This design comes from an exercise in tuning for small area, a short achievable clock period and few clock cycles per item on the open sky130 flow, not from production work. At most, simulation tests tie the RTL to the original design; equivalence was not proved.

Setup of red:
Design cell_check, start of the top module:
module cell_check (
    input  wire        clk,
    input  wire        rst,
    input  wire        in_valid,
    output wire        in_ready,
    input  wire [31:0] in_data,      
    input  wire [3:0]  in_stream,    
    output reg         res_valid,    
    output reg  [1:0]  res_kind,     
    output reg  [3:0]  res_stream,
    output reg  [15:0] res_lost      
);
For scale: roughly 1500 cells after synthesis, roughly 420 flip-flops, ~17000 sq um of cells after synthesis.
export LEC_CHECK = 0
export CAP_MARGIN = 20
export CORE_MARGIN = 2
export CORE_UTILIZATION = 40
export SLEW_MARGIN = 20
create_clock -name core_clock -period 8.0 [get_ports {clk}]
standard.sh (not shown) runs the stock make flow with config.mk's settings and CLKGATE_MAP_FILE= SYNTH_SCRIPT=/design/flow/synth_recipe.tcl, a recipe that flattens the netlist after the stock synthesis.
==> flow/flow/run.sh <==
#!/bin/bash
# Standard layout, with the timing repair aimed further below the clock period
# than the 5 ns SETUP_SLACK_MARGIN allows in config.mk, plain buffers on the
# ports and the clock tree settings below. Make's own output goes to make.log;
# each ORFS step writes its log under orfs/logs/.
set -euo pipefail
bash standard.sh 'BUFFER_PORTS_ARGS=-buffer_cell sky130_fd_sc_hd__buf_2' \
    'CTS_ARGS=-sink_clustering_enable -repair_clock_nets -sink_clustering_size 28 -sink_clustering_max_diameter 70 -buf_list sky130_fd_sc_hd__clkbuf_16 -dont_use_dummy_load' \
    SETUP_SLACK_MARGIN=5.5 finish > make.log 2>&1
red ended with every stage complete and zero timing, DRC or antenna violations.
Testbench counts of red, summed over its fixed seeds: cycles 89,624, cells 1,280.
> inputs changed (red -> blue)
--- a/flow/flow/run.sh
+++ b/flow/flow/run.sh
@@ -5,5 +5,5 @@
 # each ORFS step writes its log under orfs/logs/.
 set -euo pipefail
-bash standard.sh 'BUFFER_PORTS_ARGS=-buffer_cell sky130_fd_sc_hd__buf_2' \
+bash standard.sh 'BUFFER_PORTS_ARGS=-buffer_cell sky130_fd_sc_hd__buf_4' \
     'CTS_ARGS=-sink_clustering_enable -repair_clock_nets -sink_clustering_size 28 -sink_clustering_max_diameter 70 -buf_list sky130_fd_sc_hd__clkbuf_16 -dont_use_dummy_load' \
-    SETUP_SLACK_MARGIN=5.5 finish > make.log 2>&1
+    SETUP_SLACK_MARGIN=5.6 finish > make.log 2>&1
Results
Re logic depth of the worst path, buffers included: no difference whatsoever between red and blue. Any difference in final clock period utilization by the worst path between blue and red is small enough to ignore. Lower register-to-register setup slack among red and blue: red. blue vs red — time the worst path needs with I/O delays and setup dropped 0.0089 ns. blue: all stages complete, timing, DRC and antenna checks passed. Looking only at area taken by multi-input logic gates, and setting everything else aside, the higher value of red and blue goes to blue. Going from red to blue, met1 wire length grew by a few percent. Side by side, number of antenna violations at the first check in global routing turned out higher in blue than in red.
diff inputs: blue => green
--- a/flow/flow/run.sh
+++ b/flow/flow/run.sh
@@ -7,3 +7,3 @@
 bash standard.sh 'BUFFER_PORTS_ARGS=-buffer_cell sky130_fd_sc_hd__buf_4' \
     'CTS_ARGS=-sink_clustering_enable -repair_clock_nets -sink_clustering_size 28 -sink_clustering_max_diameter 70 -buf_list sky130_fd_sc_hd__clkbuf_16 -dont_use_dummy_load' \
-    SETUP_SLACK_MARGIN=5.6 finish > make.log 2>&1
+    SETUP_SLACK_MARGIN=5.5 finish > make.log 2>&1
==> notes.md <==
- Re core utilization: blue and green aren't equal, and the higher value belongs to blue.
- green -> blue: instance count after placement with tap cells included flat
- Taking blue as the reference, in green average vias per placed instance went down by about 2%, slew at the pin closest to its max-slew limit went down by 0.15 ns, design area went down by about 2%.
- On wire length reported by the detailed router, green does better than blue.
- ~same register area in blue and green


quartz:
Another version of the RTL of cell_check (not shown whole).
Size: ~1500 cells after synthesis, about 430 flip-flops, about 63 I/O pins.
export LEC_CHECK = 0
export CAP_MARGIN = 20
export CORE_MARGIN = 2
export CORE_UTILIZATION = 40
export SLEW_MARGIN = 20
create_clock -name core_clock -period 8.0 [get_ports {clk}]
==> flow/flow/run.sh <==
#!/bin/bash
# Standard layout, with the timing repair aimed further below the clock period
# than the 5 ns SETUP_SLACK_MARGIN allows in config.mk, plain buffers on the
# ports and the clock tree settings below. Make's own output goes to make.log;
# each ORFS step writes its log under orfs/logs/.
set -euo pipefail
bash standard.sh 'BUFFER_PORTS_ARGS=-buffer_cell sky130_fd_sc_hd__buf_4' \
    'CTS_ARGS=-sink_clustering_enable -repair_clock_nets -sink_clustering_size 20 -sink_clustering_max_diameter 50 -buf_list sky130_fd_sc_hd__clkbuf_8 -dont_use_dummy_load' \
    SETUP_SLACK_MARGIN=5.6 finish > make.log 2>&1
quartz: all stages complete, timing, DRC and antenna checks passed
> inputs changed (quartz -> yarrow)
- changing CORE_UTILIZATION from 40 to 65
- setting PLACE_DENSITY to 0.75 for the first time
Findings:
- Sort quartz and yarrow by met3 track utilization from global routing asc -> top: quartz
- The standard cells in yarrow occupy less silicon area than those in quartz do.
- Compared quartz against yarrow; synthesized flop and latch total within noise.
- Against quartz, yarrow reports a shortest clock period the worst path allows after layout that is higher.
- yarrow ended up with fewer standard cells than quartz.
- The worst slack on hold paths of yarrow was inferior to that of quartz.
- On achievable frequency, quartz and yarrow are neck and neck.
- Sort quartz and yarrow by worst setup slack desc -> top: quartz
- Going from quartz to yarrow, count of clock-buffer cells in the layout shrinks by 1.
- Going from quartz to yarrow, met2 wire length now sits lower, number of global-route vias before repair now sits higher.
For raven, these inputs were changed with respect to yarrow:
- an added CTS_CLUSTER_SIZE of 20
- an added CTS_CLUSTER_DIAMETER of 50
- a deleted PLACE_DENSITY that had been 0.75
- a change of CORE_UTILIZATION from 65 to 40
- an added CTS_BUF_LIST of sky130_fd_sc_hd__clkbuf_8
==> flow/flow/run.sh <==
#!/bin/bash
# Standard layout, with the timing repair aimed further below the clock period
# than the 5 ns SETUP_SLACK_MARGIN allows in config.mk, and plain buffers on the
# ports. Make's own output goes to make.log; each ORFS step writes its log
# under orfs/logs/.
set -euo pipefail
bash standard.sh 'BUFFER_PORTS_ARGS=-buffer_cell sky130_fd_sc_hd__buf_4' SETUP_SLACK_MARGIN=5.45 finish > make.log 2>&1
==> notes.md <==
The fraction of met2 tracks used by global routing of raven is lower than that of yarrow. Diff yarrow -> raven: final area picked up an extra about 1.4%, largest net degree at the start of global routing picked up an extra 32. raven ended up with a lower DRC violation total after the first TritonRoute iteration than yarrow did. Of the two values seen for origin of the worst setup path, res_lost[2] was produced by raven and res_lost[3] by yarrow. raven ended up with a higher worst-margin pin slew than yarrow did. raven vs yarrow on hold slack: raven is the higher one. Number of multi-input combinational cells in the layout: yarrow vs raven — no meaningful difference.
diff inputs: raven => amber
- SETUP_SLACK_MARGIN now 5, previously not set
==> flow/run.sh (new file) <==
#!/bin/bash
# synth_recipe.tcl (not shown) runs the flow's synth.tcl, then flattens the netlist and writes it again
# the make line also repeats each setting of config.mk as NAME=value (left out here)
make -C /OpenROAD-flow-scripts/flow DESIGN_CONFIG=/design/flow/config.mk WORK_HOME=/design/flow/orfs CLKGATE_MAP_FILE= SYNTH_SCRIPT=/design/flow/synth_recipe.tcl finish
removed: flow/flow/run.sh
removed: flow/standard.sh
==> notes.md <==
- amber: PASS, flow complete, no timing, DRC or antenna violations
- raven: flow completed, timing, DRC and antenna clean
- Looking at shortest period the worst path allows across amber and raven, the one that comes out lower is raven.
- Diff raven -> amber: overall via count from detail_route down 166.
- The lower required arrival time at the worst endpoint of amber and raven is in raven.
- Area growth from synthesis to layout sits lower in amber than in raven.
- Relative to raven, the cell area of amber is lower by 600 um^2.
- Mean instance size in the synthesized netlist came out exactly the same in amber and raven.
- amber against raven; routed via count divided by cell count is up slightly.
- amber -> raven: number of well taps delta 0, exact match
- In amber the maximum achievable frequency turned out 6.4% lower than in raven.
Edits applied to the flow inputs when going from amber to indigo:
- a deleted CTS_CLUSTER_SIZE that had been 20
- a deleted CTS_BUF_LIST that had been sky130_fd_sc_hd__clkbuf_8
- a deleted CTS_CLUSTER_DIAMETER that had been 50
- a deleted SETUP_SLACK_MARGIN that had been 5
==> flow/flow/run.sh (new file) <==
#!/bin/bash
# Standard layout, with the timing repair aimed further below the clock period
# than the 5 ns SETUP_SLACK_MARGIN allows in config.mk, plain buffers on the
# ports and the clock tree settings below. Make's own output goes to make.log;
# each ORFS step writes its log under orfs/logs/.
set -euo pipefail
bash standard.sh 'BUFFER_PORTS_ARGS=-buffer_cell sky130_fd_sc_hd__buf_4' \
    'CTS_ARGS=-sink_clustering_enable -repair_clock_nets -sink_clustering_size 28 -sink_clustering_max_diameter 70 -buf_list sky130_fd_sc_hd__clkbuf_16 -dont_use_dummy_load' \
    SETUP_SLACK_MARGIN=5.6 finish > make.log 2>&1
==> flow/standard.sh (new file) <==
#!/bin/bash
# synth_recipe.tcl (not shown) runs the flow's synth.tcl, then flattens the netlist and writes it again
# the make line also repeats each setting of config.mk as NAME=value (left out here)
make -C /OpenROAD-flow-scripts/flow DESIGN_CONFIG=/design/flow/config.mk WORK_HOME=/design/flow/orfs CLKGATE_MAP_FILE= SYNTH_SCRIPT=/design/flow/synth_recipe.tcl "${@:-finish}"
removed: flow/run.sh
### Flow results
- The lower transition time of the tightest slew-check pin came out of amber.
- As far as setup total negative slack goes, indigo and amber are indistinguishable; the numbers are identical.
- Going from amber to indigo, count of nets after finishing went up 36; standard cell core area held; well-tap cell count held.
- Against amber, indigo comes in about 1.2% higher on via density per instance.
- Summary — routed wire length, indigo relative to amber: higher, by 6.7%.
No run of this note included a check of the RTL's function; only the layout flow was run.

[separate check: timing with driven ports]
How much do the figures lean on ideal ports? The routed layouts below were timed once more, with nothing changed but the port constraints.
Step 1, drivers: a clkbuf_16 drives clk and a buf_2 each remaining input, both assumed.
Step 2 times the ports against the registers' clock, not the clock port: input delays grow and output delays shrink by t, the midpoint of the rising clock arrivals with the driver on.
Slacks: ideal / step 1 / step 2; pairs: ideal / step 1.
run | t (ns) | setup slack, ns | hold slack, ns | cell pins on the clock port's net
red | 0.586 | 5.395 / 5.343 / 5.005 | 0.269 / 0.269 / 0.269 | 1
blue | 0.587 | 5.404 / 5.352 / 5.022 | 0.302 / 0.302 / 0.302 | 1
green | 0.568 | 5.425 / 5.374 / 5.033 | 0.292 / 0.292 / 0.292 | 1
quartz | 0.585 | 5.384 / 5.337 / 5.051 | 0.263 / 0.263 / 0.263 | 1
yarrow | 0.583 | 5.378 / 5.329 / 5.160 | 0.255 / 0.255 / 0.255 | 1
raven | 0.667 | 5.302 / 5.254 / 4.950 | 0.296 / 0.296 / 0.296 | 1
amber | 0.625 | 5.117 / 5.137 / 4.513 | 0.313 / 0.313 / 0.313 | 1
indigo | 0.580 | 5.402 / 5.354 / 5.142 | 0.310 / 0.310 / 0.310 | 1
After both steps setup and hold are still met in every run listed. The setup slack of amber, which loses most, moves by +0.020 ns with the drivers and by -0.604 ns with both steps.
